From an optimization exercise on the open Yosys and OpenROAD flow, aimed at small area, a short achievable clock period and few clock cycles per item; shortcuts taken in it are not production practice. RTL that was checked went through simulation tests only; none was proved equivalent to the original. No functional check of the RTL was part of runs 1, 2 and 4 to 6. Power and IR drop assume default switching activity.

[design/flow/design.v]
module lath_eval (
    input  wire        clk,
    input  wire        rst,
    input  wire [31:0] origin_x,       
    input  wire [31:0] origin_y,       
    input  wire [31:0] pitch_x,        
    input  wire [31:0] pitch_y,        
    input  wire [31:0] lath_pitch,     
    input  wire [31:0] phase_offset,   
    input  wire [15:0] slant_num,      
    input  wire [15:0] slant_den,      
    input  wire        in_valid,
    output wire        in_ready,
    input  wire [13:0] px,
    input  wire [12:0] py,
    input  wire [1:0]  stripe,
    input  wire [15:0] corr,           
    output reg         out_valid,
    output wire [6:0]  v,
    output reg  [31:0] m,
    output reg  [15:0] corr_o,
    output wire [47:0] xo,             
    output wire [47:0] yo              
);
    reg [31:0] lp_r;
    reg [33:0] lp3_r;                  
    reg [34:0] pol_r;                  
    reg [15:0] den_r;
    wire [33:0] lp3_s;
    wire [34:0] pol_s;
    wire        lp3_co, pol_co;
    add_sk #(34) u_lp3 (.a({2'b0, lp_r}), .b({1'b0, lp_r, 1'b0}), .cin(1'b0), .s(lp3_s), .co(lp3_co));
    add_sk #(35) u_pol (.a({3'b0, phase_offset}), .b({1'b0, lp_r, 2'b00}), .cin(1'b0), .s(pol_s), .co(pol_co));
    always @(posedge clk) begin
        lp_r  <= lath_pitch;
        lp3_r <= lp3_s;
        pol_r <= pol_s;
        den_r <= slant_den;
    end
    reg  lnz;                          
    always @(posedge clk) lnz <= |lath_pitch;
    reg        a_free;
    reg        f_prei, f_pre, f_pk, f_pka, f_pkw, f_kml, f_h0, f_h, f_p, f_c, f_done;
    reg [5:0]  a_cnt;
    reg        a_last;                 
    reg        pvalid;                 
    reg        yk;                     
    reg        acin_r;                 
    reg        rk;                     
    reg        rb;                     
    reg        b_busy;
    reg        b_pre;
    reg [4:0]  b_cnt;
    reg        b_last;                 
    reg        b_mcap;                 
    reg        b_vst;                  
    reg        o_org, o_pass, o_dbl, o_x2, o_xadd, o_yadd;
    reg        bl_r;                   
    reg        rdy_r;                  
    reg        f_pass;                 
    wire b_load   = bl_r;
    wire a_ready  = rdy_r;
    assign in_ready = rdy_r;
    wire accept   = in_valid & a_ready;
    wire b_loadk  = f_pka;             
    wire b_any    = b_load | b_loadk;
    wire b_run    = b_busy & ~b_pre;   
    wire inflight_n = accept | (~a_free & ~b_load) | b_load | (b_busy & ~b_last);
    wire f_c_n    = f_p;
    wire f_done_n = (f_c | f_done) & ~b_load;
    wire b_busy_n = b_any | (b_busy & ~b_last);
    wire b_last_n = ~b_any & b_busy & (b_cnt == 5'd14);
    wire bl_n     = (f_c_n | f_done_n) & (~b_busy_n | b_last_n);
    wire a_free_n = (a_free | b_load) & ~in_valid;
    wire pass_n   = (f_h & a_last) | f_p | f_done_n | f_pk;
    reg [13:0] pxa;
    reg [1:0]  sta;
    reg [12:0] pya;                    
    reg [15:0] corra;
    reg [46:0] acc;                    
    reg [15:0] rr;                     
    reg [1:0]  cq;                     
    reg [40:0] kq;                     
    reg [15:0] krem;
    wire [15:0] r_add  = ({16{rk}} & krem) | {15'd0, rb};
    wire [18:0] r_x    = {2'b0, rr, 1'b0};
    wire [18:0] r_y    = {3'b0, r_add};
    wire [18:0] r_z1   = ~{3'b0, den_r};
    wire [18:0] r_z2   = ~{2'b0, den_r, 1'b0};
    wire [18:0] r_t, r_s1, r_s2;
    wire        r_co0, r_co1, r_co2;
    add_sk #(19) u_rt  (.a(r_x), .b(r_y), .cin(1'b0), .s(r_t), .co(r_co0));
    add_sk #(19) u_rs1 (.a(r_x ^ r_y ^ r_z1),
                        .b({(r_x[17:0] & r_y[17:0]) | (r_x[17:0] & r_z1[17:0]) | (r_y[17:0] & r_z1[17:0]), 1'b1}),
                        .cin(1'b0), .s(r_s1), .co(r_co1));
    add_sk #(19) u_rs2 (.a(r_x ^ r_y ^ r_z2),
                        .b({(r_x[17:0] & r_y[17:0]) | (r_x[17:0] & r_z2[17:0]) | (r_y[17:0] & r_z2[17:0]), 1'b1}),
                        .cin(1'b0), .s(r_s2), .co(r_co2));
    wire        c1     = ~r_s2[18];
    wire        c0     = ~c1 & ~r_s1[18];
    wire [15:0] r_next = c1 ? r_s2[15:0] : (c0 ? r_s1[15:0] : r_t[15:0]);
    wire [46:0] ay   = ({47{f_h0}} & ~({33'd0, pxa} << 11))
                     | ({47{yk}}   & {15'd0, kq[31:0]})
                     | ({47{f_p}}  & {12'd0, pol_r})
                     | ({47{f_c}}  & {{19{corra[15]}}, corra, 12'd0})
                     | ({47{f_pka}} & {1'b0, lp_r, 14'd0});
    wire        acin = acin_r;
    wire [46:0] ax   = ({47{f_h}} & {acc[45:0], cq[0]})
                     | ({47{f_h0}} & {20'd0, pxa, sta, 11'd0})
                     | ({47{f_pass}} & acc);
    wire        ax0  = ax[0];
    wire        as0  = ax0 ^ ay[0] ^ acin;
    wire        ak1  = (ax0 & ay[0]) | (ax0 & acin) | (ay[0] & acin) | (f_h & cq[1]);
    wire [45:0] ahi;
    wire        a_co;
    add_sk #(46) u_acc (.a(ax[46:1]), .b(ay[46:1]), .cin(ak1), .s(ahi), .co(a_co));
    wire [46:0] asum = {ahi, as0};
    wire [15:0] nsn  = ~slant_num + 16'd1;             
    wire        nsg  = ~slant_num[15] & (|slant_num);  
    reg [31:0] br;                     
    reg [21:0] bq;                     
    reg [11:0] pxb;
    reg [11:0] pyb;
    reg [7:0]  vq;
    reg [39:0] xacc, yacc;
    reg [31:0] m_r;
    reg [15:0] corr_r;
    wire [33:0] bt  = {br, bq[21:20]};
    wire [34:0] bs1, bs2, bs3;
    wire        bc1, bc2, bc3;
    add_sk #(35) u_bs1 (.a({1'b0, bt}), .b(~{3'b0, lp_r}), .cin(1'b1), .s(bs1), .co(bc1));
    add_sk #(35) u_bs2 (.a({1'b0, bt}), .b(~{2'b0, lp_r, 1'b0}), .cin(1'b1), .s(bs2), .co(bc2));
    add_sk #(35) u_bs3 (.a({1'b0, bt}), .b(~{1'b0, lp3_r}), .cin(1'b1), .s(bs3), .co(bc3));
    wire        g3  = ~bs3[34];
    wire        g2  = ~bs2[34];
    wire        g1  = ~bs1[34];
    wire [31:0] b_next = g3 ? bs3[31:0] : (g2 ? bs2[31:0] : (g1 ? bs1[31:0] : bt[31:0]));
    wire        qh  = g2;
    wire        ql  = g3 | (g1 & ~g2);
    wire [39:0] xx   = ({40{o_dbl}} & {xacc[38:0], 1'b0}) | ({40{o_pass}} & xacc)
                     | ({40{o_x2}} & {20'd0, pitch_x[18:0], 1'b0});
    wire [39:0] yx   = ({40{o_dbl}} & {yacc[38:0], 1'b0}) | ({40{o_pass}} & yacc);
    wire [39:0] xy   = ({40{o_org}} & {{10{origin_x[29]}}, origin_x[29:0]}) | ({40{o_xadd}} & {21'd0, pitch_x[18:0]});
    wire [39:0] yy   = ({40{o_org}} & {{10{origin_y[29]}}, origin_y[29:0]}) | ({40{o_yadd}} & {21'd0, pitch_y[18:0]});
    wire [39:0] xsum, ysum;
    wire        x_co, y_co;
    add_sk #(40) u_xo (.a(xx), .b(xy), .cin(1'b0), .s(xsum), .co(x_co));
    add_sk #(40) u_yo (.a(yx), .b(yy), .cin(1'b0), .s(ysum), .co(y_co));
    assign v  = vq[7:1];
    assign xo = {{8{xacc[39]}}, xacc};
    assign yo = {{8{yacc[39]}}, yacc};
    always @(*) begin
        m      = m_r;
        corr_o = corr_r;
    end
    always @(posedge clk) begin
        if (b_any) begin
            br <= {7'd0, asum[46:22]};
            bq <= asum[21:0];
        end else begin
            br <= b_next;
            bq <= {bq[19:0], 2'b00};
        end
        if (b_mcap) begin
            m_r    <= b_next & {32{lnz}};
        end
        if (b_vst)
            vq <= {vq[5:0], qh & lnz, ql & lnz};
        xacc <= xsum;
        yacc <= ysum;
        if (o_dbl) begin
            pxb <= {pxb[10:0], 1'b0};
            pyb <= {pyb[10:0], 1'b0};
        end
        if (b_load) begin
            pxb   <= pxa[11:0];
            pyb   <= pya[11:0];
            corr_r <= corra & {16{lnz}};
        end
    end
    always @(posedge clk) begin
        if (a_ready) begin
            pxa   <= px;
            sta   <= stripe;
            pya   <= py;
            corra <= corr;
            rr    <= 16'd0;
        end
        if (f_prei) begin
            kq <= {nsn, 24'd0, nsg};
            rr <= nsg ? den_r - 16'd1 : 16'd0;
        end
        if (f_pre) begin
            kq <= {kq[39:0], c0};
            rr <= r_next;
            if (a_last) begin
                krem <= r_next;
                rr   <= 16'd0;
            end
        end
        if (f_pk)
            acc <= {{6{kq[40]}}, kq};                    
        else
            acc <= asum;
        if (f_kml)
            kq <= {9'd0, m_r};
        if (f_h0 | (f_h & ~a_last)) begin
            rr  <= r_next;
            cq  <= {c1, c0};
            pya <= {pya[11:0], pya[12]};
        end
    end
    always @(posedge clk) begin
        if (rst) begin
            a_free <= 1'b1;
            bl_r   <= 1'b0;
            rdy_r  <= 1'b1;
            f_pass <= 1'b0;
            {f_prei, f_pre, f_pk, f_pka, f_pkw, f_kml, f_h0, f_h, f_p, f_c, f_done} <= 11'd0;
            a_cnt  <= 6'd0;
            a_last <= 1'b0;
            pvalid <= 1'b0;
            yk     <= 1'b0;
            acin_r <= 1'b0;
            rk     <= 1'b0;
            rb     <= 1'b0;
            b_busy <= 1'b0;
            b_pre  <= 1'b0;
            b_cnt  <= 5'd0;
            {b_last, b_mcap, b_vst} <= 3'd0;
            {o_org, o_dbl, o_x2, o_xadd, o_yadd} <= 5'd0;
            o_pass <= 1'b1;
            out_valid <= 1'b0;
        end else begin
            bl_r   <= bl_n;
            rdy_r  <= a_free_n | bl_n;
            f_pass <= pass_n;
            if (f_prei) begin
                f_prei <= 1'b0;
                f_pre  <= 1'b1;
            end
            if (f_pre & a_last) begin
                f_pre <= 1'b0;
                f_pk  <= 1'b1;
            end
            if (f_pk) begin
                f_pk  <= 1'b0;
                f_pka <= 1'b1;
            end
            if (f_pka) begin
                f_pka <= 1'b0;
                f_pkw <= 1'b1;
            end
            if (f_pkw & b_mcap) begin
                f_pkw <= 1'b0;
                f_kml <= 1'b1;
            end
            if (f_kml) begin
                f_kml  <= 1'b0;
                f_h0   <= 1'b1;
                pvalid <= 1'b1;
            end
            if (f_h0) begin
                f_h0 <= 1'b0;
                f_h  <= 1'b1;
            end
            if (f_h & a_last) begin
                f_h <= 1'b0;
                f_p <= 1'b1;
            end
            if (f_p) begin
                f_p <= 1'b0;
                f_c <= 1'b1;
            end
            if (f_c) begin
                f_c    <= 1'b0;
                f_done <= 1'b1;
            end
            if (b_load) begin
                f_done <= 1'b0;
                a_free <= 1'b1;
            end
            if (accept) begin
                a_free <= 1'b0;
                f_prei <= ~pvalid;
                f_h0   <= pvalid;
            end
            if (f_prei | f_h0)
                a_cnt <= 6'd0;
            else
                a_cnt <= a_cnt + 6'd1;
            a_last <= (f_pre & (a_cnt == 6'd38)) | (f_h & (a_cnt == 6'd11));
            yk     <= (f_h0 | (f_h & ~a_last)) & pya[12];
            acin_r <= (accept & pvalid) | f_kml | (f_h & a_last & (|rr));
            rk     <= (accept & pvalid & py[12]) | (f_kml & pya[12]) |
                      ((f_h0 | (f_h & (a_cnt <= 6'd10))) & pya[11]);
            rb     <= (f_prei & nsn[15]) | (f_pre & ~a_last & kq[39]);
            out_valid <= ~b_any & b_busy & ~b_pre & (b_cnt == 5'd14);
            if (b_any) begin
                b_busy <= 1'b1;
                b_pre  <= b_loadk;
                b_cnt  <= 5'd0;
            end else if (b_busy) begin
                b_cnt <= b_cnt + 5'd1;
                if (b_last)
                    b_busy <= 1'b0;
            end
            b_last  <= ~b_any & b_busy & (b_cnt == 5'd14);
            b_mcap  <= ~b_any & b_busy & (b_cnt == 5'd9);
            b_vst   <= ~b_any & b_busy & (b_cnt >= 5'd10) & (b_cnt <= 5'd13);
            o_x2    <= b_load & pxa[13];
            o_org   <= ~b_any & b_run & (b_cnt == 5'd4);
            o_dbl   <= ~b_any & b_run & (b_cnt <= 5'd13) & (b_cnt != 5'd4);
            o_pass  <= ~(b_load | (~b_any & b_run & (b_cnt <= 5'd13))) |
                       (~b_any & b_run & (b_cnt == 5'd4));
            o_xadd  <= b_load ? pxa[12] :
                       (~b_any & b_run & (b_cnt <= 5'd13) & (b_cnt != 5'd4) &
                        ((b_cnt == 5'd13) | (o_dbl ? pxb[10] : pxb[11])));
            o_yadd  <= b_load ? pya[12] :
                       (~b_any & b_run & (b_cnt <= 5'd13) & (b_cnt != 5'd4) &
                        ((b_cnt == 5'd13) | (o_dbl ? pyb[10] : pyb[11])));
            if (~inflight_n)
                pvalid <= 1'b0;
        end
    end
endmodule
module add_sk #(parameter W = 32) (
    input  wire [W-1:0] a,
    input  wire [W-1:0] b,
    input  wire         cin,
    output wire [W-1:0] s,
    output wire         co
);
    localparam LV = $clog2(W + 1);
    wire [(LV+1)*(W+1)-1:0] g, p;
    assign g[W:0] = {a & b, cin};
    assign p[W:0] = {a ^ b, 1'b0};
    genvar l, i;
    generate
        for (l = 0; l < LV; l = l + 1) begin : lv
            for (i = 0; i <= W; i = i + 1) begin : bt
                if ((i >> l) & 1) begin : c
                    assign g[(l+1)*(W+1)+i] = g[l*(W+1)+i] | (p[l*(W+1)+i] & g[l*(W+1)+(((i>>l)<<l)-1)]);
                    assign p[(l+1)*(W+1)+i] = p[l*(W+1)+i] & p[l*(W+1)+(((i>>l)<<l)-1)];
                end else begin : t
                    assign g[(l+1)*(W+1)+i] = g[l*(W+1)+i];
                    assign p[(l+1)*(W+1)+i] = p[l*(W+1)+i];
                end
            end
        end
    endgenerate
    assign s  = (a ^ b) ^ g[LV*(W+1) +: W];
    assign co = g[LV*(W+1) + W];
endmodule
[design/flow/run.sh]
#!/bin/bash
# synth_recipe.tcl (not shown) runs the flow's synth.tcl, then flattens the netlist and writes it again
# the make line also repeats each setting of config.mk as NAME=value (left out here)
make -C /OpenROAD-flow-scripts/flow DESIGN_CONFIG=/design/flow/config.mk WORK_HOME=/design/flow/orfs CLKGATE_MAP_FILE= SYNTH_SCRIPT=/design/flow/synth_recipe.tcl finish
[design/flow/config.mk]
export PLATFORM = sky130hd
export DESIGN_NAME = lath_eval
export DESIGN_NICKNAME = lath_eval
export VERILOG_FILES = /design/flow/design.v
export SDC_FILE = /design/flow/constraint.sdc
export NUM_CORES = 4
export LEC_CHECK = 0
export ABC_AREA = 1
export CAP_MARGIN = 20
export CORE_MARGIN = 2
export CORE_UTILIZATION = 60
export PLACE_DENSITY = 0.75
export SLEW_MARGIN = 20
[design/flow/constraint.sdc]
create_clock -name core_clock -period 11.0 [get_ports {clk}]
set_input_delay 2.2000 -clock core_clock [delete_from_list [all_inputs] [get_ports {clk}]]
set_output_delay 2.2000 -clock core_clock [all_outputs]
set_load 0.01 [all_outputs]
==> impl_metrics.csv, run 1 <==
group,metric,value,unit
global_routing,grt_pass1_vias,32700,
floorplanning,die_w,255,µm
drt,dr.pass1.iters,7,
timing,fmax,212,MHz
synth,syn_area_per_cell,7.45,µm²
final_layout,nets,6087,
final_layout,final_cell_mix,"nand2_1, inv_1, nand3_1, clkdlybuf4s50_1, dfxtp_1",
synth,synthCells,5074,
worst_setup_path,cp_common_cell,"nand2_1",
clock_network,holdBufCountCts,0,
final_layout,postLayoutCellArea,0.0446,mm²
global_routing,antenna_found_initial,5,
power_and_ir_drop,pwr_density_cell,195,mW/mm²
worst_setup_path,critPathArrivalTime,5.24,ns
worst_setup_path,cp.required,11.52,ns
clock_network,cts_buffers,61,
global_routing,grtUsageTotal,33.9,%
floorplanning,dieHeight,255,µm
worst_setup_path,crit_family,"simple AND/OR/NAND/NOR gates",
placed_design,gp_congestion,0.979,
synth,synth_cell_types,67,
worst_setup_path,endpoint_kind,"flop",
drt,ant_nets,0,
floorplanning,io_pins,425,
clock_network,cts_root_buf,"clkbuf_16",
timing,fin_setup_tns,0,ns
clock_network,cts.sinks,543,
clock_network,cts_buffer_depth,3,
placed_design,dp_slack,5.63,ns
synth,synth_seq_cells,543,
worst_setup_path,critPathSlowestCell,"fa_1",
final_layout,fin_cells,6303,
job,drv_cap,0,
timing,worst_pin_slew,1.16,ns
power_and_ir_drop,ir_drop,0.000166,V
final_layout,layout-drive-gt1-share,4.24,%
final_layout,finish.utilization,71.0,%
clock_network,post_cts_resized,0,
synth,ys_warn_count,1,
timing,finalHoldViolCount,0,
timing,slew_viol_final,0,
final_layout,synthToLayoutAreaGrowth,17.8,%
global_routing,grt_start_max_net_pins,63,
timing,clock-skew-final,0.0110,ns
floorplanning,initial_utilization,60.3,%
clock_network,cts_tree,"built",
drt,avgRoutedWirePerCell,17.7,µm
synth,synthesis.nets,5760,
global_routing,grt_use_met1,44.8,%
clock_network,postCtsSetupRepairBufs,0,
worst_setup_path,crit_chain,"clkdlybuf4s50_1, a22o_1, ha_1, nand3_1, nand2_1, nand2_1, nand2_1, nand3_1, nand2_1, a21oi_1, o21ai_2, nand2_1, nand2_2, inv_1, fa_1, xnor2_1",
drt,route.detailed.drc,0,
timing,post-route-period-util,42.9,%
timing,rsz0062_at_grt,"no",
timing,final.min_clock_period,4.72,ns
placed_design,placed_cells,6184,
floorplanning,core_area,0.0627,mm²
drt,first_iter_violations,2991,
global_routing,grt_pass1_wl,173000,µm
worst_setup_path,start_kind,"input pin",
placed_design,hpwl,85600,µm
drt,vias_per_cell,5.54,
drt,dr_total_vias,34900,
hold_path,hold_path.class,"flop to flop",
final_layout,fillers,5147,
synth,yosysSeqAreaShare,33.8,%
global_routing,grtUsageMet2,56.9,%
placed_design,numPortBuffers,394,
global_routing,busiest_layer,"met2",
clock_network,clk_latency,0.64,ns
worst_setup_path,worst-path-max-fanout,8,
drt,wl,111000,µm
clock_network,clk_pin_slew,0.06,ns
power_and_ir_drop,power,8.69,mW
clock_network,h-tree-depth,2,
global_routing,gr-total-overflow,0,
placed_design,place_area,0.0423,mm²
timing,worst_slack,6.28,ns
synth,synth_area,0.0378,mm²
worst_setup_path,crit_buf_inv,2,
floorplanning,die-area,0.0650,mm²
timing,slew_headroom,22.4,%
power_and_ir_drop,leakagePower,21.8,nW
synth,async_reset_ff_share,0,%
floorplanning,rows,92,
global_routing,met3_usage,4.71,%
worst_setup_path,worstSetupPathType,"input pin to flop",
final_layout,final_common_cell,"nand2_1",
synth,synth-edff-count,191,
timing,setup_violations,0,
worst_setup_path,max_stage_delay,0.43,ns
outcome,outcome,"complete, no violations",
synth,synthFlopType,"dfxtp_1",
timing,hold_ws,0.431,ns
## routing by layer
layer	wire, µm	part of all wire (%)
met1	46700	42
met2	51300	46
met5	22	0.020
met4	4060	3.6
met3	9240	8.3
## cells in the mapped netlist, types with 5 or more instances
master / n / area share, %
a211oi_1: 6 / 0.12
o21ai_1: 6 / 0.079
inv_2: 9 / 0.089
dfxtp_1: 352 / 19
or2_2: 21 / 0.35
xnor2_1: 56 / 1.3
nor4_1: 16 / 0.26
xor2_1: 110 / 2.5
buf_2: 15 / 0.20
a21oi_1: 227 / 3.0
a22o_1: 34 / 0.79
nor3_1: 59 / 0.78
o211ai_1: 26 / 0.52
clkbuf_1: 103 / 1.0
o22ai_1: 88 / 1.5
inv_1: 775 / 7.7
nand3_1: 431 / 5.7
nand2_2: 21 / 0.35
nor2_1: 245 / 2.4
buf_1: 7 / 0.070
a221o_1: 7 / 0.19
buf_4: 30 / 0.60
a21oi_2: 7 / 0.16
nand4_1: 25 / 0.41
a22oi_1: 18 / 0.36
o2111ai_1: 16 / 0.37
o21bai_1: 48 / 0.95
edfxtp_1: 191 / 15
nand2_1: 1419 / 14
o21ai_2: 5 / 0.12
o21ai_0: 124 / 1.6
a21o_1: 27 / 0.54
fa_1: 75 / 4.0
a21boi_0: 11 / 0.22
and3_1: 5 / 0.083
nand3b_1: 33 / 0.66
a31oi_1: 23 / 0.38
a221oi_1: 6 / 0.14
or2_1: 7 / 0.12
ha_1: 339 / 11
## state kept, by name, indices dropped and copies added (netlist names), 34 cells and up
name,count
acc,47
kq,41
lp3_r,34
pol_r,35
xacc,40
yacc,40
## cells by family after synthesis
family | share of synthesized area [%]
fa+ha+maj | 15.2
xor+xnor | 3.84
compound gates | 11.6
flops | 33.8
buf+inv | 9.83
simple gates | 25.8
## worst min-delay path, delay by kind of cell (launching register included)
kind	cells	cell delay, ns
flip-flops	1	0.30
AO/OA/AOI/OAI	1	0.05
AND/OR/NAND/NOR	1	0.04
## area by class of cell
class / instances / area, µm² / share of cell area (%)
antenna: 3 / 7.51 / 0.0168
clock buffer: 80 / 1770 / 3.97
clock inverter: 36 / 487 / 1.09
inverter: 788 / 2960 / 6.64
multi-input combinational: 3584 / 21300 / 47.9
sequential: 543 / 12800 / 28.7
tap: 846 / 1060 / 2.38
timing repair buffer: 423 / 4160 / 9.34
## power by group
| part | switching (mW) | leakage (nW) | total (mW) | internal, mW |
|---|---|---|---|---|
| clock network | 0.893 | 1.09 | 2.28 | 1.39 |
| registers | 0.252 | 4.75 | 2.68 | 2.42 |
| logic | 2.29 | 16.0 | 3.73 | 1.44 |
## path summary, 6_finish.rpt
path              slack (ns)  endpoint  depth (start not counted)        start
hold / removal          0.43     bq[3]                          2        bq[1]
setup / recovery        6.28  yacc[32]                         16  origin_y[2]
hold reg to reg         0.43     bq[3]                          2        bq[1]
setup reg to reg        6.45    br[11]                         18          f_c
==> inputs of run 2 (changes only) <==
--- a/design/flow/config.mk
+++ b/design/flow/config.mk
@@ -10,4 +10,4 @@
 export CORE_MARGIN = 2
-export CORE_UTILIZATION = 60
-export PLACE_DENSITY = 0.75
+export CORE_UTILIZATION = 75
+export PLACE_DENSITY = 0.85
 export SLEW_MARGIN = 20
==> run 2 against run 1 <==
  * Clock skew increased by 0.018 ns
  * Utilization grew 17 points
  * Synthesized cell count unchanged
  * Final cell count decreased by 2.8%
  * Via count grew 9.2%
  * Synthesized area is the same
  * Critical path depth unchanged
  * Sequential power is essentially flat
  * Sequential cell count stayed put
  * Die area fell by 20%
  * Critical path type unchanged
==> impl_metrics.csv, run 2 <==
group,metric,value,unit
global_routing,grt_pass1_vias,37400,
clock_network,cts_root_buf,"clkbuf_16",
synth,synth_cell_types,67,
global_routing,grt_start_max_net_pins,63,
timing,post-route-period-util,44.3,%
synth,synth.most_common_cell,"nand2_1",
outcome,outcome,"complete, no violations",
synth,async_reset_ff_share,0,%
timing,finalHoldViolCount,0,
clock_network,holdBufCountCts,0,
worst_setup_path,critPathArrivalTime,5.41,ns
power_and_ir_drop,leakagePower,21.7,nW
drt,dr.pass1.iters,9,
final_layout,fillers,2572,
power_and_ir_drop,ir_drop,0.000192,V
drt,first_iter_violations,4784,
final_layout,layout-drive-gt1-share,3.93,%
drt,ant_nets,0,
clock_network,post_cts_resized,0,
floorplanning,io_pins,425,
synth,ys_warn_count,1,
final_layout,largest_reg_flops,47,
worst_setup_path,worst-path-max-fanout,8,
timing,fmax,205,MHz
timing,clock-skew-final,0.0292,ns
placed_design,placed_cells,6008,
synth,synth-edff-count,191,
floorplanning,core_area,0.0500,mm²
synth,synthCells,5074,
drt,dr_total_vias,38100,
timing,slew_viol_final,0,
clock_network,cts_tree,"built",
timing,final.min_clock_period,4.88,ns
global_routing,antenna_found_initial,9,
final_layout,postLayoutCellArea,0.0440,mm²
placed_design,numPortBuffers,394,
global_routing,grtUsageTotal,46.3,%
clock_network,cts_buffers,58,
timing,worst_pin_slew,1.22,ns
final_layout,fin_cells,6128,
synth,synth_top_area_share,18.6,%
drt,vias_per_cell,6.22,
power_and_ir_drop,p_clk_share,23.5,%
timing,setup_violations,0,
final_layout,final_cell_mix,"nand2_1, inv_1, nand3_1, clkdlybuf4s50_1, dfxtp_1",
final_layout,top_register,"acc",
hold_path,hold_path.class,"flop to flop",
timing,rsz0062_at_grt,"no",
power_and_ir_drop,combPwrFrac,45.3,%
floorplanning,die_w,229,µm
synth,synthFlopType,"dfxtp_1",
placed_design,gp_congestion,1.00,
synth,yosys.area.top_type,"dfxtp_1",
worst_setup_path,start_kind,"input pin",
clock_network,cts.sinks,543,
global_routing,gr-total-overflow,0,
synth,netlist_top_cells_count,"nand2_1, inv_1, nand3_1",
power_and_ir_drop,pwr_density_cell,195,mW/mm²
worst_setup_path,worstSetupPathType,"input pin to flop",
synth,synth_area,0.0378,mm²
timing,slew_headroom,18.9,%
worst_setup_path,cp.required,11.53,ns
power_and_ir_drop,p_sw,3.60,mW
power_and_ir_drop,intPower,4.99,mW
drt,route.detailed.drc,0,
global_routing,grt_pass1_wl,194000,µm
floorplanning,dieHeight,229,µm
drt,wl,124000,µm
clock_network,clk_pin_slew,0.06,ns
worst_setup_path,endpoint_kind,"flop",
synth,synthesis.nets,5760,
placed_design,hpwl,87700,µm
floorplanning,rows,82,
job,drv_cap,0,
final_layout,nets,6083,
final_layout,final_common_cell,"nand2_1",
clock_network,postCtsSetupRepairBufs,0,
synth,synth_area_leaders,"dfxtp_1, edfxtp_1, nand2_1",
floorplanning,initial_utilization,75.7,%
floorplanning,die-area,0.0522,mm²
synth,syn_area_per_cell,7.45,µm²
clock_network,cts_buffer_depth,3,
synth,synth_seq_cells,543,
clock_network,clk_latency,0.65,ns
power_and_ir_drop,pwr-share-seq,31.2,%
power_and_ir_drop,switching_share,41.9,%
timing,fin_setup_tns,0,ns
final_layout,synthToLayoutAreaGrowth,16.4,%
drt,avgRoutedWirePerCell,20.2,µm
clock_network,h-tree-depth,2,
final_layout,reg.largest.list,"acc: 47 flops, kq: 41 flops",
synth,yosysSeqAreaShare,33.8,%
placed_design,place_area,0.0421,mm²
## run 2: cell counts after synthesis
No cell type changed its count.
## run 2: power by group through the flow
| stage | registers [mW] | clock network, mW | logic (mW) |
|---|---|---|---|
| 2_1_floorplan | 2.64 | 0 | 2.68 |
| 3_3_place_gp | 2.69 | 0 | 3.51 |
| 3_5_place_dp | 2.70 | 0 | 3.69 |
| 4_1_cts | 2.66 | 2.00 | 3.76 |
| 5_1_grt | 2.70 | 2.08 | 4.29 |
| 6_report | 2.68 | 2.02 | 3.89 |
## run 2: path summary, 6_finish.rpt
path / cells past startpoint / start / slack (ns) / end
worst max-delay path: 16 / origin_y[2] / 6.12 / yacc[32]
worst min-delay path: 0 / vq[0] / 0.43 / vq[2]
worst max register to register: 16 / f_h / 6.17 / br[10]
worst min register to register: 0 / vq[0] / 0.43 / vq[2]
## run 2: critical path: stages
cell and delay, ns:
clkdlybuf4s50_1 0.40, a22o_1 0.25, ha_1 0.34, nand3_1 0.10, nand2_1 0.14, nand2_1 0.06
nand2_1 0.11, nand3_1 0.08, nand2_1 0.17, a21oi_1 0.19, o21ai_2 0.38, nand2_1 0.12
nand2_2 0.19, inv_1 0.09, fa_1 0.45, xnor2_1 0.15
## run 2: area by class of cell
cell class	instances	area [µm²]	area share, %
clock inverters	42	389	0.884
clock buffers	68	1520	3.45
diodes	9	22.5	0.0512
flip-flops and latches	543	12800	29.0
multi-input cells	3584	21300	48.5
inverters	788	2960	6.72
repair buffers	422	4170	9.48
well taps	672	841	1.91
## run 2: through the flow
stage                     worst slack [ns]  utilization [%]  hold WS, ns  total power, mW
after detailed placement              5.62             84.2        0.415             6.38
after global routing                  5.95             88.1        0.450             9.06
after CTS                             6.22             88.0        0.426             8.41
after floorplan                       6.50                -        0.400             5.32
final                                 6.12             88.1        0.426             8.59
after global placement                5.71             84.2        0.405             6.19
## run 2: layer usage
metal,track usage [%],vias to the layer above,wire (µm)
met1,55.5,17400,43400
met5,0,-,36
li1,-,17200,-
met3,10.5,730,15700
met4,31.2,6,9320
met2,74.9,2786,55600
## run 2: cells by family after synthesis
logic type	Yosys count	synth area share, %
simple gates	2305	25.8
buf+inv	947	9.83
compound gates	699	11.6
flops	543	33.8
fa+ha+maj	414	15.2
xor+xnor	166	3.84
==> inputs of run 3 (changes only) <==
--- a/design/flow/design.v
+++ b/design/flow/design.v
@@ -333,3 +333,4 @@
 );
-    localparam LV = $clog2(W + 1);
+    localparam LV = (W + 1 <= 2)  ? 1 : (W + 1 <= 4)  ? 2 : (W + 1 <= 8)  ? 3 :
+                    (W + 1 <= 16) ? 4 : (W + 1 <= 32) ? 5 : (W + 1 <= 64) ? 6 : 7;
     wire [(LV+1)*(W+1)-1:0] g, p;
--- a/design/flow/config.mk
+++ b/design/flow/config.mk
@@ -10,4 +10,4 @@
 export CORE_MARGIN = 2
-export CORE_UTILIZATION = 75
-export PLACE_DENSITY = 0.85
+export CORE_UTILIZATION = 60
+export PLACE_DENSITY = 0.75
 export SLEW_MARGIN = 20
==> run 3 against run 2 <==
  * Sequential power is essentially flat
  * Cell area rose by 1.2%
  * Critical path type unchanged
  * Power rose by 1.2%
  * Routed wire length down 10%
  * Non-clock buffer count up 1
  * Still clean
  * Combinational power decreased by 4%
==> impl_metrics.csv, run 3 <==
group,metric,value,unit
timing,final.min_clock_period,4.72,ns
job,drv_cap,0,
clock_network,h-tree-depth,2,
drt,dr_total_vias,34900,
drt,avgRoutedWirePerCell,17.7,µm
global_routing,grtUsageTotal,33.9,%
synth,synth_seq_cells,543,
power_and_ir_drop,leakagePower,21.8,nW
power_and_ir_drop,ir_drop,0.000166,V
worst_setup_path,endpoint_kind,"flop",
synth,async_reset_ff_share,0,%
synth,netlist_top_cells_count,"nand2_1, inv_1, nand3_1",
worst_setup_path,crit_chain,"clkdlybuf4s50_1, a22o_1, ha_1, nand3_1, nand2_1, nand2_1, nand2_1, nand3_1, nand2_1, a21oi_1, o21ai_2, nand2_1, nand2_2, inv_1, fa_1, xnor2_1",
synth,syn_area_per_cell,7.45,µm²
floorplanning,dieHeight,255,µm
final_layout,final_cell_mix,"nand2_1, inv_1, nand3_1, clkdlybuf4s50_1, dfxtp_1",
synth,ys_warn_count,1,
drt,first_iter_violations,2991,
timing,clock-skew-final,0.0110,ns
placed_design,placed_cells,6184,
placed_design,hpwl,85600,µm
timing,fmax,212,MHz
clock_network,cts.sinks,543,
final_layout,fin_cells,6303,
floorplanning,die_w,255,µm
clock_network,cts_buffer_depth,3,
placed_design,numPortBuffers,394,
worst_setup_path,worst-path-max-fanout,8,
timing,rsz0062_at_grt,"no",
timing,worst_slack,6.28,ns
global_routing,grt_use_met1,44.8,%
worst_setup_path,critPathSlowestCell,"fa_1",
global_routing,met3_usage,4.71,%
clock_network,cts_buffers,61,
timing,finalHoldViolCount,0,
global_routing,grt_pass1_wl,173000,µm
final_layout,layout-drive-gt1-share,4.24,%
outcome,outcome,"complete, no violations",
synth,synth_top_area_share,18.6,%
synth,synth_area,0.0378,mm²
synth,synthCells,5074,
power_and_ir_drop,pwr-share-seq,30.8,%
drt,ant_nets,0,
power_and_ir_drop,power,8.69,mW
synth,synth_cell_types,67,
worst_setup_path,cp.required,11.52,ns
global_routing,antenna_found_initial,5,
clock_network,clk_latency,0.64,ns
clock_network,cts_root_buf,"clkbuf_16",
power_and_ir_drop,p_sw,3.43,mW
clock_network,post_cts_resized,0,
power_and_ir_drop,switching_share,39.5,%
final_layout,largest_reg_flops,47,
clock_network,clk_pin_slew,0.06,ns
worst_setup_path,worstSetupPathType,"input pin to flop",
final_layout,fillers,5147,
synth,synthFlopType,"dfxtp_1",
global_routing,grt_pass1_vias,32700,
floorplanning,core_area,0.0627,mm²
timing,fin_setup_tns,0,ns
global_routing,grt_start_max_net_pins,63,
synth,yosys.area.top_type,"dfxtp_1",
power_and_ir_drop,intPower,5.26,mW
placed_design,dp_slack,5.63,ns
timing,post-route-period-util,42.9,%
timing,worst_pin_slew,1.16,ns
final_layout,synthToLayoutAreaGrowth,17.8,%
synth,synth.most_common_cell,"nand2_1",
timing,slew_viol_final,0,
power_and_ir_drop,combPwrFrac,42.9,%
synth,synthesis.nets,5760,
synth,yosysSeqAreaShare,33.8,%
global_routing,grtUsageMet2,56.9,%
placed_design,gp_congestion,0.979,
drt,dr.pass1.iters,7,
timing,slew_headroom,22.4,%
worst_setup_path,max_stage_delay,0.43,ns
worst_setup_path,crit_buf_inv,2,
final_layout,final_common_cell,"nand2_1",
global_routing,busiest_layer,"met2",
power_and_ir_drop,p_clk_share,26.3,%
worst_setup_path,crit_family,"simple AND/OR/NAND/NOR gates",
drt,route.detailed.drc,0,
clock_network,holdBufCountCts,0,
clock_network,cts_tree,"built",
floorplanning,die-area,0.0650,mm²
timing,setup_violations,0,
clock_network,postCtsSetupRepairBufs,0,
power_and_ir_drop,pwr_density_cell,195,mW/mm²
global_routing,gr-total-overflow,0,
floorplanning,initial_utilization,60.3,%
final_layout,top_register,"acc",
synth,synth-edff-count,191,
hold_path,hold_path.class,"flop to flop",
synth,synth_area_leaders,"dfxtp_1, edfxtp_1, nand2_1",
drt,wl,111000,µm
final_layout,nets,6087,
drt,vias_per_cell,5.54,
worst_setup_path,critPathArrivalTime,5.24,ns
floorplanning,io_pins,425,
worst_setup_path,cp_common_cell,"nand2_1",
floorplanning,rows,92,
worst_setup_path,start_kind,"input pin",
final_layout,reg.largest.list,"acc: 47 flops, kq: 41 flops",
-- run 3: tightest hold or removal path: cells and delay by family, from the launching register on --
kind	cells	cell delay, ns
AND/OR/NAND/NOR	1	0.04
flip-flops	1	0.30
AO/OA/AOI/OAI	1	0.05
-- run 3: worst paths after layout --
| path | start | endpoint | slack, ns | cells after the start |
|---|---|---|---|---|
| setup reg to reg | f_c | br[11] | 6.45 | 18 |
| hold / removal | bq[1] | bq[3] | 0.43 | 2 |
| hold reg to reg | bq[1] | bq[3] | 0.43 | 2 |
| setup / recovery | origin_y[2] | yacc[32] | 6.28 | 16 |
-- run 3: cells by family (layout without fill, tap and decap cells) --
kind of cell / Yosys count / after routing / synth area share [%]
AOI/OAI and AO/OA: 699 / 699 / 11.6
xor gates and xnor gates: 166 / 166 / 3.84
adders and majority gates: 414 / 414 / 15.2
buffers and inverters: 947 / 1327 / 9.83
DFF: 543 / 543 / 33.8
other: 0 / 3 / 0
and+or+nand+nor: 2305 / 2305 / 25.8
-- run 3: cell type report --
| class | instances | area [µm²] | area share [%] |
|---|---|---|---|
| clock buffers | 80 | 1770 | 3.97 |
| multi-input cells | 3584 | 21300 | 47.9 |
| well taps | 846 | 1060 | 2.38 |
| clock inverters | 36 | 487 | 1.09 |
| diodes | 3 | 7.51 | 0.0168 |
| repair buffers | 423 | 4160 | 9.34 |
| inverters | 788 | 2960 | 6.64 |
| flip-flops and latches | 543 | 12800 | 28.7 |
-- run 3: metal layers --
layer  part of all wire [%]  up-vias
li1                       -    17200
met1                     42    16100
met2                     46     1358
met3                    8.3      226
met4                    3.6        4
met5                  0.020        -
-- run 3: power groups by stage --
stage,Sequential (mW),Clock (mW),Combinational (mW)
final,2.68,2.28,3.73
after global routing,2.69,2.38,4.20
after floorplan,2.64,0,2.68
after detailed placement,2.70,0,3.66
after global placement,2.70,0,3.57
after CTS,2.66,2.31,3.68
-- run 3: metrics by stage --
| step | hold slack, ns | cell area [µm²] | utilization, % |
|---|---|---|---|
| 3_5_place_dp | 0.416 | 42300 | 67.4 |
| 6_report | 0.431 | 44600 | 71.0 |
| 2_1_floorplan | 0.400 | 37800 | - |
| 4_1_cts | 0.427 | 44600 | 71.0 |
| 5_1_grt | 0.457 | 44600 | 71.0 |
| 3_3_place_gp | 0.402 | 42300 | 67.4 |
Testbench counts of run 3, summed over its fixed seeds: cycles 26,880, items 1,536.
==> inputs of run 4 (changes only) <==
--- a/design/flow/design.v
+++ b/design/flow/design.v
@@ -60,2 +60,4 @@
     reg        f_pass;                 
+    reg        f_hb;                   
+    reg        csx;                    
     wire b_load   = bl_r;
@@ -104,6 +106,7 @@
                      | ({47{f_p}}  & {12'd0, pol_r})
-                     | ({47{f_c}}  & {{19{corra[15]}}, corra, 12'd0})
+                     | {{19{csx}}, {16{f_c}} & corra, 12'd0}
                      | ({47{f_pka}} & {1'b0, lp_r, 14'd0});
     wire        acin = acin_r;
-    wire [46:0] ax   = ({47{f_h}} & {acc[45:0], cq[0]})
+    wire [46:0] hsel = {{23{f_hb}}, {24{f_h}}};
+    wire [46:0] ax   = (hsel & {acc[45:0], cq[0]})
                      | ({47{f_h0}} & {20'd0, pxa, sta, 11'd0})
@@ -181,2 +184,3 @@
     always @(posedge clk) begin
+        rr <= r_next;
         if (a_ready) begin
@@ -206,7 +210,5 @@
             kq <= {9'd0, m_r};
-        if (f_h0 | (f_h & ~a_last)) begin
-            rr  <= r_next;
-            cq  <= {c1, c0};
+        cq <= {c1, c0};
+        if (f_h0 | (f_h & ~a_last))
             pya <= {pya[11:0], pya[12]};
-        end
     end
@@ -218,2 +220,4 @@
             f_pass <= 1'b0;
+            f_hb   <= 1'b0;
+            csx    <= 1'b0;
             {f_prei, f_pre, f_pk, f_pka, f_pkw, f_kml, f_h0, f_h, f_p, f_c, f_done} <= 11'd0;
@@ -237,2 +241,4 @@
             f_pass <= pass_n;
+            f_hb   <= f_h0 | (f_hb & ~a_last);
+            csx    <= f_p & corra[15];
             if (f_prei) begin
==> run 4 against run 3 <==
  * Highest routed layer unchanged
  * Setup slack gained 0.057 ns
  * Final cell count up 1.2%
  * Routed wire length rose by 2.5%
  * Power rose by 1.6%
==> impl_metrics.csv, run 4 <==
group,metric,value,unit
outcome,outcome,"complete, no violations",
synth,synthCells,5158,
timing,final.min_clock_period,4.66,ns
worst_setup_path,start_kind,"input pin",
clock_network,h-tree-depth,2,
timing,post-route-period-util,42.4,%
power_and_ir_drop,pwr_density_cell,198,mW/mm²
timing,slew_viol_final,0,
worst_setup_path,crit_buf_inv,3,
timing,hold_ws,0.419,ns
synth,synth-edff-count,173,
synth,yosysSeqAreaShare,33.1,%
timing,rsz0062_at_grt,"no",
worst_setup_path,max_stage_delay,0.47,ns
worst_setup_path,endpoint_kind,"flop",
global_routing,antenna_found_initial,9,
worst_setup_path,r2r_slack,6.39,ns
worst_setup_path,rr_startpoint,"rk",
clock_network,cts.sinks,545,
drt,dr.pass1.iters,5,
power_and_ir_drop,p_sw,3.63,mW
job,drv_cap,0,
clock_network,cts_root_buf,"clkbuf_16",
placed_design,hpwl,88000,µm
floorplanning,rows,92,
timing,setup_violations,0,
final_layout,ff_latch_area,0.0126,mm²
worst_setup_path,cp_num_cells,17,
global_routing,grt_pass1_vias,33600,
floorplanning,die-area,0.0657,mm²
synth,synthFlopType,"dfxtp_1",
final_layout,nets,6157,
clock_network,post_cts_resized,0,
worst_setup_path,crit_family,"simple AND/OR/NAND/NOR gates",
power_and_ir_drop,ir_drop,0.000152,V
final_layout,fin_cells,6377,
synth,netlist_top_cells_count,"nand2_1, inv_1, nand3_1",
placed_design,numPortBuffers,394,
timing,finalHoldViolCount,0,
synth,yosys.area.top_type,"dfxtp_1",
global_routing,gr-total-overflow,0,
timing,fmax,215,MHz
placed_design,place_area,0.0426,mm²
synth,synth_area,0.0382,mm²
final_layout,largest_reg_flops,47,
clock_network,holdBufCountCts,0,
worst_setup_path,reg2reg_depth,17,
worst_setup_path,worstReg2RegEnd,"rr[0]",
clock_network,clk_latency,0.66,ns
clock_network,cts_buffer_depth,3,
drt,avgRoutedWirePerCell,17.9,µm
power_and_ir_drop,pwr-share-seq,30.5,%
synth,synth.most_common_cell,"nand2_1",
floorplanning,die_w,256,µm
synth,ys_warn_count,1,
final_layout,reg.largest.list,"acc: 47 flops, kq: 41 flops",
global_routing,grtUsageTotal,34.2,%
placed_design,gp_congestion,0.961,
worst_setup_path,worstSetupPathType,"input pin to flop",
final_layout,top_register,"acc",
final_layout,fillers,5388,
drt,wl,114000,µm
power_and_ir_drop,p_clk_share,23.9,%
clock_network,clk_pin_slew,0.06,ns
drt,ant_nets,0,
final_layout,multiInputGateArea,0.0217,mm²
worst_setup_path,cp.required,11.52,ns
worst_setup_path,critPathSlowestCell,"clkdlybuf4s50_1",
synth,synth_area_leaders,"dfxtp_1, nand2_1, edfxtp_1",
power_and_ir_drop,leakagePower,22.0,nW
floorplanning,io_pins,425,
worst_setup_path,critPathLaunch,"origin_x[1]",
worst_setup_path,critPathArrivalTime,5.18,ns
clock_network,postCtsSetupRepairBufs,0,
worst_setup_path,cp_common_cell,"nand2_1",
final_layout,final_common_cell,"nand2_1",
power_and_ir_drop,combPwrFrac,45.6,%
floorplanning,core_area,0.0630,mm²
hold_path,hold_path.class,"flop to flop",
drt,vias_per_cell,5.58,
floorplanning,initial_utilization,60.7,%
synth,synth_cell_types,69,
global_routing,grt_start_max_net_pins,63,
global_routing,grt_pass1_wl,179000,µm
timing,worst_pin_slew,1.08,ns
timing,slew_headroom,28.0,%
synth,async_reset_ff_share,0,%
worst_setup_path,crit_end,"xacc[32]",
synth,syn_area_per_cell,7.40,µm²
drt,dr_total_vias,35600,
timing,fin_setup_tns,0,ns
final_layout,synthToLayoutAreaGrowth,16.9,%
final_layout,final_cell_mix,"nand2_1, inv_1, nand3_1, clkdlybuf4s50_1, dfxtp_1",
final_layout,layout-drive-gt1-share,4.44,%
timing,clock-skew-final,0.0276,ns
synth,synth_top_area_share,19.5,%
placed_design,placed_cells,6256,
power_and_ir_drop,switching_share,41.1,%
clock_network,cts_tree,"built",
power_and_ir_drop,intPower,5.20,mW
synth,synthesis.nets,5843,
worst_setup_path,crit_chain,"clkdlybuf4s50_1, inv_1, o22ai_1, ha_1, nor2_1, nand2_1, o21ai_0, o21ai_2, nand3_1, nand2_1, nand3_1, nand2_1, nand3_1, nand2_1, inv_1, fa_1, xnor2_1",
drt,route.detailed.drc,0,
floorplanning,dieHeight,256,µm
final_layout,postLayoutCellArea,0.0446,mm²
clock_network,cts_buffers,60,
drt,first_iter_violations,2777,
synth,synth_seq_cells,545,
worst_setup_path,worst-path-max-fanout,9,
-- run 4: kinds of logic (layout without fill, tap and decap cells) --
logic type	count (synthesis)	after routing	synth area share (%)
AOI/OAI and AO/OA	722	722	11.9
xor gates and xnor gates	156	156	3.58
adders and majority gates	413	413	15.0
buffers and inverters	965	1331	10.0
DFF	545	545	33.1
other	0	7	0
and+or+nand+nor	2357	2357	26.3
-- run 4: power by group through the flow --
stage	Sequential (mW)	Combinational (mW)	Clock (mW)
2_1_floorplan	2.67	2.92	0
3_3_place_gp	2.72	3.86	0
3_5_place_dp	2.72	3.94	0
4_1_cts	2.68	3.97	2.13
5_1_grt	2.72	4.52	2.21
6_report	2.69	4.03	2.11
-- run 4: per-layer routing --
layer / track usage [%] / vias up / share of wire, %
met2: 56.5 / 1448 / 46
met1: 44.5 / 16400 / 41
met3: 5.08 / 269 / 8.3
li1: - / 17500 / -
met4: 14.7 / 6 / 4.4
met5: 0 / - / 0.030
-- run 4: metrics by stage --
stage | util (%) | power (mW) | worst slack, ns
final | 70.9 | 8.83 | 6.34
after global routing | 70.9 | 9.44 | 6.02
after CTS | 70.9 | 8.79 | 6.36
after detailed placement | 67.6 | 6.66 | 5.68
after global placement | 67.6 | 6.58 | 5.71
after floorplan | - | 5.59 | 6.60
-- run 4: final cells by class --
class                   instances  area share [%]
well taps                     846            2.37
clock inverters                33           0.824
flip-flops and latches        545            28.3
multi-input cells            3648            48.7
diodes                          7          0.0392
repair buffers                417            9.22
inverters                     800            6.73
clock buffers                  81            3.77
-- run 4: worst min path at each step --
stage	startpoint	endpoint	slack, ns	cells after the start
floorplan	vq[0]	vq[2]	0.40	0
global placement	vq[0]	vq[2]	0.40	0
detailed placement	vq[0]	vq[2]	0.40	0
CTS	vq[0]	vq[2]	0.42	0
global route	vq[0]	vq[2]	0.43	0
finish	vq[0]	vq[2]	0.42	0
-- run 4: worst reg2reg max path, cell delays in order (launching register included) --
cell and delay, ns:
dfxtp_1 0.95, nand2_1 0.24, inv_1 0.16, fa_1 0.46
ha_1 0.30, nand3_1 0.08, nand2_1 0.20, nand3_1 0.10
nand2_1 0.29, nand2_1 0.11, nand2_2 0.15, nand2_1 0.07
nand2_1 0.42, nand3_2 0.41, o21ai_0 0.33, o21ai_0 0.11
nand2_1 0.06, nand2_1 0.06
==> inputs of run 5 (changes only) <==
--- a/design/flow/design.v
+++ b/design/flow/design.v
@@ -28,2 +28,4 @@
     reg [15:0] den_r;
+    reg [29:0] ox_r, oy_r;
+    reg [18:0] ptx_r, pty_r;
     wire [33:0] lp3_s;
@@ -38,2 +40,6 @@
         den_r <= slant_den;
+        ox_r  <= origin_x[29:0];
+        oy_r  <= origin_y[29:0];
+        ptx_r <= pitch_x[18:0];
+        pty_r <= pitch_y[18:0];
     end
@@ -143,6 +149,6 @@
     wire [39:0] xx   = ({40{o_dbl}} & {xacc[38:0], 1'b0}) | ({40{o_pass}} & xacc)
-                     | ({40{o_x2}} & {20'd0, pitch_x[18:0], 1'b0});
+                     | ({40{o_x2}} & {20'd0, ptx_r, 1'b0});
     wire [39:0] yx   = ({40{o_dbl}} & {yacc[38:0], 1'b0}) | ({40{o_pass}} & yacc);
-    wire [39:0] xy   = ({40{o_org}} & {{10{origin_x[29]}}, origin_x[29:0]}) | ({40{o_xadd}} & {21'd0, pitch_x[18:0]});
-    wire [39:0] yy   = ({40{o_org}} & {{10{origin_y[29]}}, origin_y[29:0]}) | ({40{o_yadd}} & {21'd0, pitch_y[18:0]});
+    wire [39:0] xy   = ({40{o_org}} & {{10{ox_r[29]}}, ox_r}) | ({40{o_xadd}} & {21'd0, ptx_r});
+    wire [39:0] yy   = ({40{o_org}} & {{10{oy_r[29]}}, oy_r}) | ({40{o_yadd}} & {21'd0, pty_r});
     wire [39:0] xsum, ysum;
==> run 5 against run 4 <==
  * Still clean on timing, DRC and antenna
  * Clock skew shrank 0.0097 ns
  * Sequential share of layout area rose by 2.9 points
  * Final cell count grew 1.2%
  * Global-route usage down 0.52 points
  * Critical endpoint is now krem[10]
  * Largest cell class unchanged
==> impl_metrics.csv, run 5 <==
group,metric,value,unit
floorplanning,die_w,262,µm
final_layout,synthToLayoutAreaGrowth,17.2,%
synth,synth.most_common_cell,"nand2_1",
clock_network,cts.sinks,643,
clock_network,cts_root_buf,"clkbuf_16",
final_layout,final_cell_mix,"nand2_1, inv_1, dfxtp_1, nand3_1, clkdlybuf4s50_1",
drt,dr_total_vias,36000,
final_layout,nets,6207,
global_routing,grt_pass1_wl,180000,µm
floorplanning,rows,94,
hold_path,hold_path.class,"flop to flop",
timing,worst_pin_slew,1.14,ns
placed_design,hpwl,89900,µm
drt,ant_nets,0,
floorplanning,core_area,0.0659,mm²
clock_network,postCtsSetupRepairBufs,0,
clock_network,post_cts_resized,0,
timing,slew_viol_final,0,
hold_path,holdPathStages,2,
global_routing,grt_pass1_vias,33700,
floorplanning,initial_utilization,60.6,%
power_and_ir_drop,ir_drop,0.000138,V
global_routing,antenna_found_initial,13,
timing,worst_slack,6.28,ns
synth,synth_area_leaders,"dfxtp_1, edfxtp_1, nand2_1",
timing,rsz0062_at_grt,"no",
power_and_ir_drop,intPower,5.98,mW
placed_design,placed_cells,6313,
timing,fin_setup_tns,0,ns
worst_setup_path,cp_common_cell,"nand2_1",
worst_setup_path,max_stage_delay,0.91,ns
power_and_ir_drop,pwr-share-seq,31.7,%
placed_design,gp_congestion,0.985,
worst_setup_path,reg2reg_depth,14,
timing,finalHoldViolCount,0,
timing,post-route-period-util,42.9,%
hold_path,hold_start,"bq[4]",
timing,setup_violations,0,
power_and_ir_drop,p_clk_share,25.2,%
floorplanning,io_pins,425,
worst_setup_path,worst-path-max-fanout,16,
clock_network,clk_pin_slew,0.06,ns
worst_setup_path,critPathSlowestCell,"dfxtp_1",
worst_setup_path,crit_chain,"nand2_1, fa_1, inv_1, ha_1, nand2_1, o21ai_1, a21oi_1, nand2_1, nand2_1, nand2_2, nand3_2, inv_1, nand2_1, and3_1",
drt,wl,118000,µm
clock_network,cts_buffers,71,
synth,syn_area_per_cell,7.69,µm²
synth,synthesis.nets,5879,
timing,final.min_clock_period,4.72,ns
synth,async_reset_ff_share,0,%
hold_path,min_delay_worst_endpoint,"bq[6]",
power_and_ir_drop,combPwrFrac,43.1,%
synth,synthCells,5194,
worst_setup_path,worstSetupPathType,"flop to flop",
placed_design,dp_slack,6.05,ns
global_routing,grt_start_max_net_pins,63,
final_layout,final_common_cell,"nand2_1",
power_and_ir_drop,switching_share,39.6,%
worst_setup_path,r2r_slack,6.28,ns
worst_setup_path,rr_startpoint,"rk",
drt,route.detailed.drc,0,
floorplanning,die-area,0.0687,mm²
power_and_ir_drop,p_sw,3.93,mW
final_layout,layout-drive-gt1-share,4.70,%
synth,synth_cell_types,73,
final_layout,fin_cells,6455,
global_routing,grtUsageTotal,33.6,%
drt,dr.pass1.iters,7,
power_and_ir_drop,pwr_density_cell,212,mW/mm²
drt,avgRoutedWirePerCell,18.2,µm
timing,clock-skew-final,0.0179,ns
clock_network,h-tree-depth,3,
drt,vias_per_cell,5.57,
worst_setup_path,cp.required,11.37,ns
final_layout,postLayoutCellArea,0.0468,mm²
worst_setup_path,start_kind,"flop",
synth,synth_top_area_share,23.6,%
synth,yosysSeqAreaShare,36.6,%
timing,fmax,212,MHz
placed_design,place_area,0.0443,mm²
power_and_ir_drop,leakagePower,22.9,nW
clock_network,holdBufCountCts,0,
clock_network,cts_tree,"built",
synth,netlist_top_cells_count,"nand2_1, inv_1, dfxtp_1",
placed_design,numPortBuffers,394,
final_layout,largest_reg_flops,47,
final_layout,top_register,"acc",
synth,synth_area,0.0399,mm²
synth,synth_seq_cells,643,
synth,synth-edff-count,173,
clock_network,clk_latency,0.63,ns
floorplanning,dieHeight,262,µm
worst_setup_path,endpoint_kind,"flop",
job,drv_cap,0,
drt,first_iter_violations,2894,
final_layout,reg.largest.list,"acc: 47 flops, kq: 41 flops",
worst_setup_path,worstReg2RegEnd,"krem[10]",
timing,slew_headroom,23.7,%
synth,yosys.area.top_type,"dfxtp_1",
synth,synthFlopType,"dfxtp_1",
worst_setup_path,critPathArrivalTime,5.09,ns
synth,ys_warn_count,1,
outcome,outcome,"complete, no violations",
global_routing,gr-total-overflow,0,
clock_network,cts_buffer_depth,3,
run 5: critical path, delay by kind of cell (launching register included):
family          cells  cell delay, ns
fa+ha+maj           2            0.90
flops               1            0.91
buf+inv             2            0.50
compound gates      2            0.46
simple gates        8            1.67
run 5: cells by family after synthesis:
family,count (synthesis),synth area share (%)
xor+xnor,155,3.40
flops,643,36.6
compound gates,725,11.5
simple gates,2308,24.7
fa+ha+maj,413,14.3
buf+inv,950,9.47
run 5: metal layers:
layer	vias to the layer above	part of all wire (%)	global-route usage (%)
met5	-	0.031	0
met4	6	4.2	15.2
met3	268	8.7	7.08
met2	1404	46	55.8
met1	16600	41	42.2
li1	17700	-	-
run 5: through the flow:
stage | util (%) | total power, mW | hold slack [ns]
detailed placement | 67.3 | 7.37 | 0.406
CTS | 71.0 | 9.88 | 0.434
floorplan | - | 6.22 | 0.400
finish | 71.1 | 9.91 | 0.435
global placement | 67.3 | 7.28 | 0.412
global route | 71.1 | 10.6 | 0.450
run 5: worst max-delay path by stage:
| stage | start | endpoint | slack (ns) | depth (start not counted) |
|---|---|---|---|---|
| floorplan | phase_offset[4] | pol_r[32] | 6.93 | 11 |
| global placement | phase_offset[4] | pol_r[32] | 6.10 | 12 |
| detailed placement | phase_offset[4] | pol_r[32] | 6.05 | 12 |
| CTS | rk | krem[10] | 6.46 | 14 |
| global route | rk | krem[10] | 6.10 | 14 |
| finish | rk | krem[10] | 6.28 | 14 |
run 5: final cells by class:
cell class	instances	area (µm²)
Multi-Input combinational cell	3601	21600
Tap cell	864	1080
Clock inverter	31	372
Clock buffer	99	2080
Fill cell	5406	19100
Timing Repair Buffer	415	4100
Sequential cell	643	14600
Antenna cell	12	30.0
Inverter	790	2970
run 5: power by group through the flow:
stage	clock (mW)	combinational (mW)	sequential, mW
4_1_cts	2.52	4.22	3.13
5_1_grt	2.61	4.80	3.17
3_5_place_dp	0	4.19	3.18
2_1_floorplan	0	3.12	3.10
6_report	2.49	4.27	3.14
3_3_place_gp	0	4.11	3.17
==> inputs of run 6 (changes only) <==
--- a/design/flow/design.v
+++ b/design/flow/design.v
@@ -25,3 +25,2 @@
     reg [31:0] lp_r;
-    reg [33:0] lp3_r;                  
     reg [34:0] pol_r;                  
@@ -30,6 +29,4 @@
     reg [18:0] ptx_r, pty_r;
-    wire [33:0] lp3_s;
     wire [34:0] pol_s;
-    wire        lp3_co, pol_co;
-    add_sk #(34) u_lp3 (.a({2'b0, lp_r}), .b({1'b0, lp_r, 1'b0}), .cin(1'b0), .s(lp3_s), .co(lp3_co));
+    wire        pol_co;
     add_sk #(35) u_pol (.a({3'b0, phase_offset}), .b({1'b0, lp_r, 2'b00}), .cin(1'b0), .s(pol_s), .co(pol_co));
@@ -37,3 +34,2 @@
         lp_r  <= lath_pitch;
-        lp3_r <= lp3_s;
         pol_r <= pol_s;
@@ -56,2 +52,3 @@
     reg        rb;                     
+    reg [15:0] radd;                   
     reg        b_busy;
@@ -92,3 +89,3 @@
     reg [15:0] krem;
-    wire [15:0] r_add  = ({16{rk}} & krem) | {15'd0, rb};
+    wire [15:0] r_add  = radd;
     wire [18:0] r_x    = {2'b0, rr, 1'b0};
@@ -141,3 +138,8 @@
     add_sk #(35) u_bs2 (.a({1'b0, bt}), .b(~{2'b0, lp_r, 1'b0}), .cin(1'b1), .s(bs2), .co(bc2));
-    add_sk #(35) u_bs3 (.a({1'b0, bt}), .b(~{1'b0, lp3_r}), .cin(1'b1), .s(bs3), .co(bc3));
+    wire [34:0] b3x = {1'b0, bt};
+    wire [34:0] b3y = ~{3'b0, lp_r};
+    wire [34:0] b3z = ~{2'b0, lp_r, 1'b0};
+    wire [34:0] b3s = b3x ^ b3y ^ b3z;
+    wire [34:0] b3c = {(b3x[33:0] & b3y[33:0]) | (b3x[33:0] & b3z[33:0]) | (b3y[33:0] & b3z[33:0]), 1'b1};
+    add_sk #(35) u_bs3 (.a(b3s), .b(b3c), .cin(1'b1), .s(bs3), .co(bc3));
     wire        g3  = ~bs3[34];
@@ -236,2 +238,3 @@
             rb     <= 1'b0;
+            radd   <= 16'd0;
             b_busy <= 1'b0;
@@ -309,2 +312,5 @@
             rb     <= (f_prei & nsn[15]) | (f_pre & ~a_last & kq[39]);
+            radd   <= ({16{(accept & pvalid & py[12]) | (f_kml & pya[12]) |
+                           ((f_h0 | (f_h & (a_cnt <= 6'd10))) & pya[11])}} & krem) |
+                      {15'd0, (f_prei & nsn[15]) | (f_pre & ~a_last & kq[39])};
             out_valid <= ~b_any & b_busy & ~b_pre & (b_cnt == 5'd14);
==> run 6 against run 5 <==
  * Still clean on timing, DRC and antenna
  * Maximum frequency rose by 0.77%
  * Worst hold slack got worse by 0.0035 ns
  * Utilization is 0.11 points higher
  * Clock skew grew 0.011 ns
  * Die area decreased by 3.1%
  * Count of clock-buffer cells in the layout down 8
  * Cell area shrank 2.5%
  * Global-route usage rose by 0.51 points
  * Final cell count shrank 2.7%
  * Synthesized area fell by 3.1%
  * Clock power rose by 2%
  * Combinational power rose by 9.1%
==> impl_metrics.csv, run 6 <==
group,metric,value,unit
outcome,outcome,"complete, no violations",
placed_design,placed_cells,6139,
synth,synthesis.nets,5706,
worst_setup_path,worst-path-max-fanout,15,
floorplanning,die_w,258,µm
worst_setup_path,endpoint_kind,"flop",
synth,yosysSeqAreaShare,36.7,%
floorplanning,dieHeight,258,µm
placed_design,gp_congestion,0.981,
timing,finalHoldViolCount,0,
worst_setup_path,critPathSlowestCell,"fa_1",
timing,fmax,214,MHz
power_and_ir_drop,ir_drop,0.000188,V
final_layout,fillers,5214,
drt,dr.pass1.iters,7,
worst_setup_path,cp_common_cell,"nand2_1",
timing,post-route-period-util,42.6,%
synth,synth_top_area_share,23.3,%
hold_path,hold_path.class,"flop to flop",
drt,vias_per_cell,5.53,
clock_network,clk_latency,0.62,ns
timing,final.min_clock_period,4.68,ns
global_routing,busiest_layer,"met2",
placed_design,numPortBuffers,394,
global_routing,antenna_found_initial,10,
synth,synthFlopType,"dfxtp_1",
synth,synthXorXnorAreaFrac,3.12,%
synth,netlist_top_cells_count,"nand2_1, inv_1, dfxtp_1",
timing,slew_viol_final,0,
global_routing,grt_pass1_vias,33100,
synth,synth.mux.area_fraction,0,%
clock_network,holdBufCountCts,0,
timing,worst_pin_slew,1.07,ns
synth,yosys.area.top_type,"dfxtp_1",
synth,ys_warn_count,1,
power_and_ir_drop,power,10.2,mW
clock_network,cts_buffers,71,
synth,synth_top_family_by_area,"simple AND/OR/NAND/NOR gates",
worst_setup_path,crit_chain,"clkdlybuf4s50_1, ha_1, a21oi_1, nand2_1, nand3_1, nand2_1, a21oi_1, inv_1, nand2_1, nand2_1, nand3_1, nand2_1, fa_1, xor2_1",
clock_network,cts_tree,"built",
drt,route.detailed.drc,0,
clock_network,clk_pin_slew,0.06,ns
timing,fin_setup_tns,0,ns
final_layout,largest_reg_flops,47,
final_layout,fin_cells,6280,
worst_setup_path,start_kind,"input pin",
floorplanning,die-area,0.0665,mm²
global_routing,grtUsageTotal,34.2,%
global_routing,grt_use_met1,43.5,%
job,drv_cap,0,
global_routing,grtUsageMet2,57.4,%
final_layout,final_cell_mix,"nand2_1, inv_1, dfxtp_1, nand3_1, clkdlybuf4s50_1",
power_and_ir_drop,pwr_density_cell,224,mW/mm²
synth,synth_compound_area_share,11.1,%
final_layout,layout-drive-gt1-share,4.36,%
power_and_ir_drop,leakagePower,22.1,nW
placed_design,hpwl,88100,µm
drt,wl,115000,µm
synth,synth_area,0.0387,mm²
global_routing,met3_usage,5.42,%
clock_network,cts_root_buf,"clkbuf_16",
worst_setup_path,r2r_slack,6.35,ns
global_routing,gr-total-overflow,0,
timing,clock-skew-final,0.0293,ns
final_layout,final_common_cell,"nand2_1",
clock_network,postCtsSetupRepairBufs,0,
timing,rsz0062_at_grt,"no",
synth,synthCells,5025,
clock_network,post_cts_resized,0,
worst_setup_path,critPathArrivalTime,5.19,ns
clock_network,cts_buffer_depth,3,
synth,synthSimpleGateAreaFrac,24.5,%
synth,synth_cell_types,65,
final_layout,reg.largest.list,"acc: 47 flops, kq: 41 flops",
global_routing,grt_start_max_net_pins,63,
floorplanning,rows,93,
floorplanning,initial_utilization,60.3,%
worst_setup_path,worstSetupPathType,"input pin to flop",
drt,avgRoutedWirePerCell,18.3,µm
timing,slew_headroom,28.3,%
synth,synth_fa_ha_area_share,15.2,%
floorplanning,io_pins,425,
floorplanning,core_area,0.0641,mm²
worst_setup_path,cp.required,11.51,ns
synth,synth_area_leaders,"dfxtp_1, nand2_1, edfxtp_1",
timing,setup_violations,0,
synth,syn_area_per_cell,7.70,µm²
global_routing,grt_pass1_wl,179000,µm
synth,synth-edff-count,173,
synth,async_reset_ff_share,0,%
clock_network,h-tree-depth,3,
final_layout,synthToLayoutAreaGrowth,18.0,%
final_layout,nets,6038,
synth,synth.most_common_cell,"nand2_1",
worst_setup_path,max_stage_delay,0.44,ns
clock_network,cts.sinks,623,
drt,first_iter_violations,2967,
synth,synth_seq_cells,623,
final_layout,top_register,"acc",
drt,ant_nets,0,
drt,dr_total_vias,34800,
-- run 6: cell families (layout without fill, tap and decap cells) --
kind of cell	Yosys count	in the layout
AO/OA/AOI/OAI	685	685
XOR/XNOR	138	138
adder cells (fa/ha/maj)	409	409
buffers and inverters	918	1309
flip-flops	623	623
other	0	9
AND/OR/NAND/NOR	2252	2252
-- run 6: power by group --
| group | internal, mW | switching, mW |
|---|---|---|
| Sequential | 2.76 | 0.264 |
| Clock | 1.52 | 1.01 |
| Combinational | 1.79 | 2.87 |
| Total | 6.07 | 4.14 |
-- run 6: final cells by class --
class	count	area, µm²	area share [%]
clock buffer	91	1970	4.32
antenna	9	22.5	0.0493
multi-input combinational	3484	20900	45.7
inverter	758	2850	6.23
tap	855	1070	2.34
clock inverter	41	522	1.14
sequential	623	14200	31.1
timing repair buffer	419	4130	9.05
-- run 6: layer usage --
| layer | part of all wire, % | wire length (µm) |
|---|---|---|
| met5 | 0.019 | 22 |
| met4 | 4.8 | 5530 |
| met3 | 7.4 | 8480 |
| met2 | 47 | 53600 |
| met1 | 41 | 47300 |
-- run 6: worst paths after layout --
kind / start / cells past startpoint / to
hold reg to reg: bq[9] / 2 / bq[11]
hold / removal: bq[9] / 2 / bq[11]
setup reg to reg: f_pass / 20 / br[11]
setup / recovery: phase_offset[4] / 14 / pol_r[32]
-- run 6: per-stage QoR --
step                hold slack [ns]  worst slack [ns]  cell area [µm²]  util (%)
detailed placement            0.408              5.70            43100      67.2
floorplan                     0.400              6.87            38700         -
CTS                           0.433              6.35            45600      71.1
finish                        0.431              6.32            45600      71.2
global placement              0.408              5.79            43100      67.2
global route                  0.444              5.97            45600      71.2
-- run 6: critical path, delay by kind of cell --
kind | cells | cell delay (ns)
xor gates and xnor gates | 1 | 0.16
adders and majority gates | 2 | 0.78
and+or+nand+nor | 7 | 1.08
buffers and inverters | 2 | 0.51
AOI/OAI and AO/OA | 2 | 0.44

-- afterwards: timing with drivers on the ports --
The results above use ideal ports. As a check the final layouts listed here were re-extracted and re-timed, cells and wires unchanged. Step 1 assumes that a clkbuf_16 drives the clock port and a buf_2 every other input. Step 2 adds t to the input delays and takes it off the output delays; t is the mean of the earliest and latest rising clock arrival at the registers after step 1. Input paths then give back, and output paths get back, about the clock's delay inside the block. Slacks: ideal / step 1 / step 2; pairs: ideal / step 1.
| run | t (ns) | slack for setup (ns) | worst slew at a driven data input, ns |
|---|---|---|---|
| run 1 | 0.699 | 6.283 / 6.322 / 5.623 | 0.10 |
| run 2 | 0.708 | 6.122 / 6.157 / 5.450 | 0.13 |
| run 3 | 0.699 | 6.283 / 6.322 / 5.623 | 0.10 |
| run 4 | 0.709 | 6.340 / 6.368 / 5.659 | 0.13 |
| run 5 | 0.683 | 6.281 / 6.281 / 6.071 | 0.16 |
| run 6 | 0.674 | 6.318 / 6.346 / 5.674 | 0.15 |
After both steps every run listed still meets setup and hold. For run 4, which loses most, drivers alone change the setup slack by +0.028 ns; drivers and shift together by -0.681 ns.
